What follows belongs to an exercise in optimizing a design on an open flow for small area and a short achievable clock period; a production flow would make more cautious choices.
At most, simulation tests tie the RTL to the original design; equivalence was not proved.

==> inputs of v36 <==
Design memi_bch79, start of the top module:
module memi_bch79 (
    input  wire        clk,
    input  wire        rst_n,
    input  wire        enc_valid,
    input  wire [63:0] enc_data,
    output reg         enc_out_valid,
    output reg  [78:0] enc_code,
    input  wire        dec_valid,
    input  wire [78:0] dec_code,
    output reg         dec_out_valid,
    output reg  [63:0] dec_data,
    output reg  [1:0]  dec_status
);
Settings: LEC_CHECK=0, CAP_MARGIN=20, CORE_MARGIN=2, CORE_UTILIZATION=50, SLEW_MARGIN=20; clock period 20.0 ns.
standard.sh (not shown) runs the stock make flow with config.mk's settings and CLKGATE_MAP_FILE= SYNTH_SCRIPT=/design/flow/synth_recipe.tcl, a recipe that flattens the netlist after the stock synthesis.
==> flow/flow/run.sh <==
#!/bin/bash
# The standard ORFS layout (standard.sh) at the design's clock and SDC,
# with these layout choices:
#  - ports get plain buf_1 buffers;
#  - CTS clusters up to 30 sinks per buffer and adds no dummy loads.
# The full make/tool output goes to orfs_flow.log; ORFS keeps each step's log under orfs/logs.
set -euo pipefail
bash standard.sh SETUP_SLACK_MARGIN=14.75 "BUFFER_PORTS_ARGS=-buffer_cell sky130_fd_sc_hd__buf_1" "CTS_ARGS=-sink_clustering_enable -repair_clock_nets -dont_use_dummy_load -sink_clustering_size 30 -sink_clustering_max_diameter 60" finish > orfs_flow.log 2>&1
==> v13: changes against v36 <==
==> flow/flow/run.sh (replaced) <==
#!/bin/bash
# The standard ORFS layout (the standard.sh), with two changes:
# timing repair keeps a setup margin, so that paths are optimised well below
# the 20 ns clock, and the ports get plain buffers.
set -euo pipefail
bash standard.sh SETUP_SLACK_MARGIN=15.0 "BUFFER_PORTS_ARGS=-buffer_cell sky130_fd_sc_hd__buf_2"  finish > orfs_flow.log 2>&1
==> v15: changes against v36 <==
--- a/flow/design.v
+++ b/flow/design.v
@@ -639,84 +639,88 @@
     assign ls[6][5] = ^(s3_q & 7'h6b);
     assign ls[6][6] = ^(s3_q & 7'h23);
     assign ts[6] = ^(s3_q & 7'h22);
     wire [6:0] y_v = ({7{w_inv3[0]}} & ls[0]) ^ ({7{w_inv3[1]}} & ls[1]) ^
                      ({7{w_inv3[2]}} & ls[2]) ^ ({7{w_inv3[3]}} & ls[3]) ^
                      ({7{w_inv3[4]}} & ls[4]) ^ ({7{w_inv3[5]}} & ls[5]) ^
                      ({7{w_inv3[6]}} & ls[6]);
     wire       trc = ~^(w_inv3 & ts);
+    wire [6:0] ubx [0:6];
+    assign ubx[0][0] = ^(u_q & 7'h1);
+    assign ubx[0][1] = ^(u_q & 7'h2);
+    assign ubx[0][2] = ^(u_q & 7'h4);
+    assign ubx[0][3] = ^(u_q & 7'h8);
+    assign ubx[0][4] = ^(u_q & 7'h10);
+    assign ubx[0][5] = ^(u_q & 7'h20);
+    assign ubx[0][6] = ^(u_q & 7'h40);
+    assign ubx[1][0] = ^(u_q & 7'h40);
+    assign ubx[1][1] = ^(u_q & 7'h1);
+    assign ubx[1][2] = ^(u_q & 7'h2);
+    assign ubx[1][3] = ^(u_q & 7'h44);
+    assign ubx[1][4] = ^(u_q & 7'h8);
+    assign ubx[1][5] = ^(u_q & 7'h10);
+    assign ubx[1][6] = ^(u_q & 7'h20);
+    assign ubx[2][0] = ^(u_q & 7'h20);
+    assign ubx[2][1] = ^(u_q & 7'h40);
+    assign ubx[2][2] = ^(u_q & 7'h1);
+    assign ubx[2][3] = ^(u_q & 7'h22);
+    assign ubx[2][4] = ^(u_q & 7'h44);
+    assign ubx[2][5] = ^(u_q & 7'h8);
+    assign ubx[2][6] = ^(u_q & 7'h10);
+    assign ubx[3][0] = ^(u_q & 7'h10);
+    assign ubx[3][1] = ^(u_q & 7'h20);
+    assign ubx[3][2] = ^(u_q & 7'h40);
+    assign ubx[3][3] = ^(u_q & 7'h11);
+    assign ubx[3][4] = ^(u_q & 7'h22);
+    assign ubx[3][5] = ^(u_q & 7'h44);
+    assign ubx[3][6] = ^(u_q & 7'h8);
+    assign ubx[4][0] = ^(u_q & 7'h8);
+    assign ubx[4][1] = ^(u_q & 7'h10);
+    assign ubx[4][2] = ^(u_q & 7'h20);
+    assign ubx[4][3] = ^(u_q & 7'h48);
+    assign ubx[4][4] = ^(u_q & 7'h11);
+    assign ubx[4][5] = ^(u_q & 7'h22);
+    assign ubx[4][6] = ^(u_q & 7'h44);
+    assign ubx[5][0] = ^(u_q & 7'h44);
+    assign ubx[5][1] = ^(u_q & 7'h8);
+    assign ubx[5][2] = ^(u_q & 7'h10);
+    assign ubx[5][3] = ^(u_q & 7'h64);
+    assign ubx[5][4] = ^(u_q & 7'h48);
+    assign ubx[5][5] = ^(u_q & 7'h11);
+    assign ubx[5][6] = ^(u_q & 7'h22);
+    assign ubx[6][0] = ^(u_q & 7'h22);
+    assign ubx[6][1] = ^(u_q & 7'h44);
+    assign ubx[6][2] = ^(u_q & 7'h8);
+    assign ubx[6][3] = ^(u_q & 7'h32);
+    assign ubx[6][4] = ^(u_q & 7'h64);
+    assign ubx[6][5] = ^(u_q & 7'h48);
+    assign ubx[6][6] = ^(u_q & 7'h11);
+    wire [6:0] x1_v = ({7{y_v[0]}} & ubx[0]) ^
+                      ({7{y_v[1]}} & ubx[1]) ^
+                      ({7{y_v[2]}} & ubx[2]) ^
+                      ({7{y_v[3]}} & ubx[3]) ^
+                      ({7{y_v[4]}} & ubx[4]) ^
+                      ({7{y_v[5]}} & ubx[5]) ^
+                      ({7{y_v[6]}} & ubx[6]);
     reg        v2;
     reg [63:0] d2;
-    reg [6:0]  u2, y2;
+    reg [6:0]  u2, x1_q;
     reg        p2, trc2, u_nz2, s3_nz2;
     always @(posedge clk) begin
         v2     <= rst_n & v1;
         d2     <= d1;
         u2     <= u_q;
-        y2     <= y_v;
+        x1_q     <= x1_v;
         p2     <= p_q;
         trc2   <= trc;
         u_nz2  <= |u_q;
         s3_nz2 <= |s3_q;
     end
-    wire [6:0] ubx [0:6];
-    assign ubx[0][0] = ^(u2 & 7'h1);
-    assign ubx[0][1] = ^(u2 & 7'h2);
-    assign ubx[0][2] = ^(u2 & 7'h4);
-    assign ubx[0][3] = ^(u2 & 7'h8);
-    assign ubx[0][4] = ^(u2 & 7'h10);
-    assign ubx[0][5] = ^(u2 & 7'h20);
-    assign ubx[0][6] = ^(u2 & 7'h40);
-    assign ubx[1][0] = ^(u2 & 7'h40);
-    assign ubx[1][1] = ^(u2 & 7'h1);
-    assign ubx[1][2] = ^(u2 & 7'h2);
-    assign ubx[1][3] = ^(u2 & 7'h44);
-    assign ubx[1][4] = ^(u2 & 7'h8);
-    assign ubx[1][5] = ^(u2 & 7'h10);
-    assign ubx[1][6] = ^(u2 & 7'h20);
-    assign ubx[2][0] = ^(u2 & 7'h20);
-    assign ubx[2][1] = ^(u2 & 7'h40);
-    assign ubx[2][2] = ^(u2 & 7'h1);
-    assign ubx[2][3] = ^(u2 & 7'h22);
-    assign ubx[2][4] = ^(u2 & 7'h44);
-    assign ubx[2][5] = ^(u2 & 7'h8);
-    assign ubx[2][6] = ^(u2 & 7'h10);
-    assign ubx[3][0] = ^(u2 & 7'h10);
-    assign ubx[3][1] = ^(u2 & 7'h20);
-    assign ubx[3][2] = ^(u2 & 7'h40);
-    assign ubx[3][3] = ^(u2 & 7'h11);
-    assign ubx[3][4] = ^(u2 & 7'h22);
-    assign ubx[3][5] = ^(u2 & 7'h44);
-    assign ubx[3][6] = ^(u2 & 7'h8);
-    assign ubx[4][0] = ^(u2 & 7'h8);
-    assign ubx[4][1] = ^(u2 & 7'h10);
-    assign ubx[4][2] = ^(u2 & 7'h20);
-    assign ubx[4][3] = ^(u2 & 7'h48);
-    assign ubx[4][4] = ^(u2 & 7'h11);
-    assign ubx[4][5] = ^(u2 & 7'h22);
-    assign ubx[4][6] = ^(u2 & 7'h44);
-    assign ubx[5][0] = ^(u2 & 7'h44);
-    assign ubx[5][1] = ^(u2 & 7'h8);
-    assign ubx[5][2] = ^(u2 & 7'h10);
-    assign ubx[5][3] = ^(u2 & 7'h64);
-    assign ubx[5][4] = ^(u2 & 7'h48);
-    assign ubx[5][5] = ^(u2 & 7'h11);
-    assign ubx[5][6] = ^(u2 & 7'h22);
-    assign ubx[6][0] = ^(u2 & 7'h22);
-    assign ubx[6][1] = ^(u2 & 7'h44);
-    assign ubx[6][2] = ^(u2 & 7'h8);
-    assign ubx[6][3] = ^(u2 & 7'h32);
-    assign ubx[6][4] = ^(u2 & 7'h64);
-    assign ubx[6][5] = ^(u2 & 7'h48);
-    assign ubx[6][6] = ^(u2 & 7'h11);
-    wire [6:0] x1  = ({7{y2[0]}} & ubx[0]) ^ ({7{y2[1]}} & ubx[1]) ^
-                     ({7{y2[2]}} & ubx[2]) ^ ({7{y2[3]}} & ubx[3]) ^
-                     ({7{y2[4]}} & ubx[4]) ^ ({7{y2[5]}} & ubx[5]) ^
-                     ({7{y2[6]}} & ubx[6]);
+    wire [6:0] x1  = x1_q;
     wire [6:0] x2  = x1 ^ u2;
     wire       u_nz  = u_nz2;
     wire       s3_nz = s3_nz2;
     wire       x1_z  = ~|x1;
     wire       in1   = in_range(x1);
     wire       in2   = in_range(x2);
     wire       ok    = u_nz & ~trc2 & in2 & ((in1 & ~p2) | x1_z);
     reg [7:0]  lo1, lo2;
==> flow/flow/run.sh (replaced) <==
#!/bin/bash
# The standard ORFS layout (the standard.sh), with two changes:
# timing repair keeps a setup margin, so that paths are optimised well below
# the 20 ns clock, and the ports get plain buffers.
set -euo pipefail
bash standard.sh SETUP_SLACK_MARGIN=14.6 "BUFFER_PORTS_ARGS=-buffer_cell sky130_fd_sc_hd__buf_2"  finish > orfs_flow.log 2>&1
==> run notes <==
Outcome: v13 timing/DRC/antenna clean; v36 timing/DRC/antenna clean; v15 timing/DRC/antenna clean
Flip-flop and latch count after synthesis: v13 310; v36 310; v15 312
End-of-flow core utilization: v13 67.08%; v36 58.63%; v15 62.97%
Wire length of the first global-routing pass: v13 83350 um; v36 83020 um; v15 89670 um
Die extent in y: v13 189.0 um; v36 189.0 um; v15 192.6 um
Portion of netlist area occupied by mux cells: v13 1.031%; v36 1.031%; v15 0.5136%
Footprint of the flip-flops and latches: v13 0.006297 mm^2; v36 0.006206 mm^2; v15 0.006271 mm^2
Simple-Gate Fraction of Synth Area: v13 10.61%; v36 10.61%; v15 13.51%
Clock Sinks: v13 310; v36 310; v15 312
Share of post-route cells with drive strength above 1: v13 31.02%; v36 7.878%; v15 26.61%
Global Route met1 Usage: v13 42.91%; v36 44.22%; v15 43.39%
Die area: v13 0.03570 mm^2; v36 0.03570 mm^2; v15 0.03709 mm^2
Number of antenna violations at the first check in global routing: v13 0; v36 2; v15 2
Slowest stage delay, CP: v13 360 ps; v36 500 ps; v15 590 ps
Clk Latency, worst-skew pair: v13 590 ps; v36 580 ps; v15 560 ps
Period utilization: v13 25.24%; v36 26.04%; v15 27.45%
Buffering stage count on the worst path with inverters included: v13 1; v36 1; v15 3
XOR/XNOR Fraction of Synth Area: v13 35.86%; v36 35.86%; v15 33.90%
For v15, only the layout was checked, not whether the RTL still works.

afterwards: timing with drivers on the ports:
No port has a modelled driver above. Below, the same layouts with a new extraction and two added sets of constraints. Step 1: set_driving_cell puts a clkbuf_16 on clk and a buf_2 on each other input, an assumption about the parent block. Step 2 also shifts input and output timing later by t, the mid clock arrival at the registers, as if the neighbouring blocks saw the same clock. Slacks: no drivers / after step 1 / after step 2; pairs: no drivers / after step 1.
| run | shift t [ns] | slack for setup (ns) | hold WS [ns] | slew at the worst register clock pin (ns) | worst slew at a driven data input, ns |
|---|---|---|---|---|---|
| v36 | 0.586 | 14.792 / 14.787 / 14.229 | 0.299 / 0.299 / 0.299 | 0.10 / 0.10 | 0.07 |
| v13 | 0.632 | 14.951 / 14.897 / 14.367 | 0.326 / 0.326 / 0.326 | 0.07 / 0.07 | 0.08 |
| v15 | 0.597 | 14.510 / 14.510 / 14.046 | 0.317 / 0.317 / 0.317 | 0.07 / 0.07 | 0.07 |
After both steps setup and hold are still met in every run listed. For v13, which loses most, drivers alone change the setup slack by -0.054 ns; drivers and shift together by -0.584 ns.
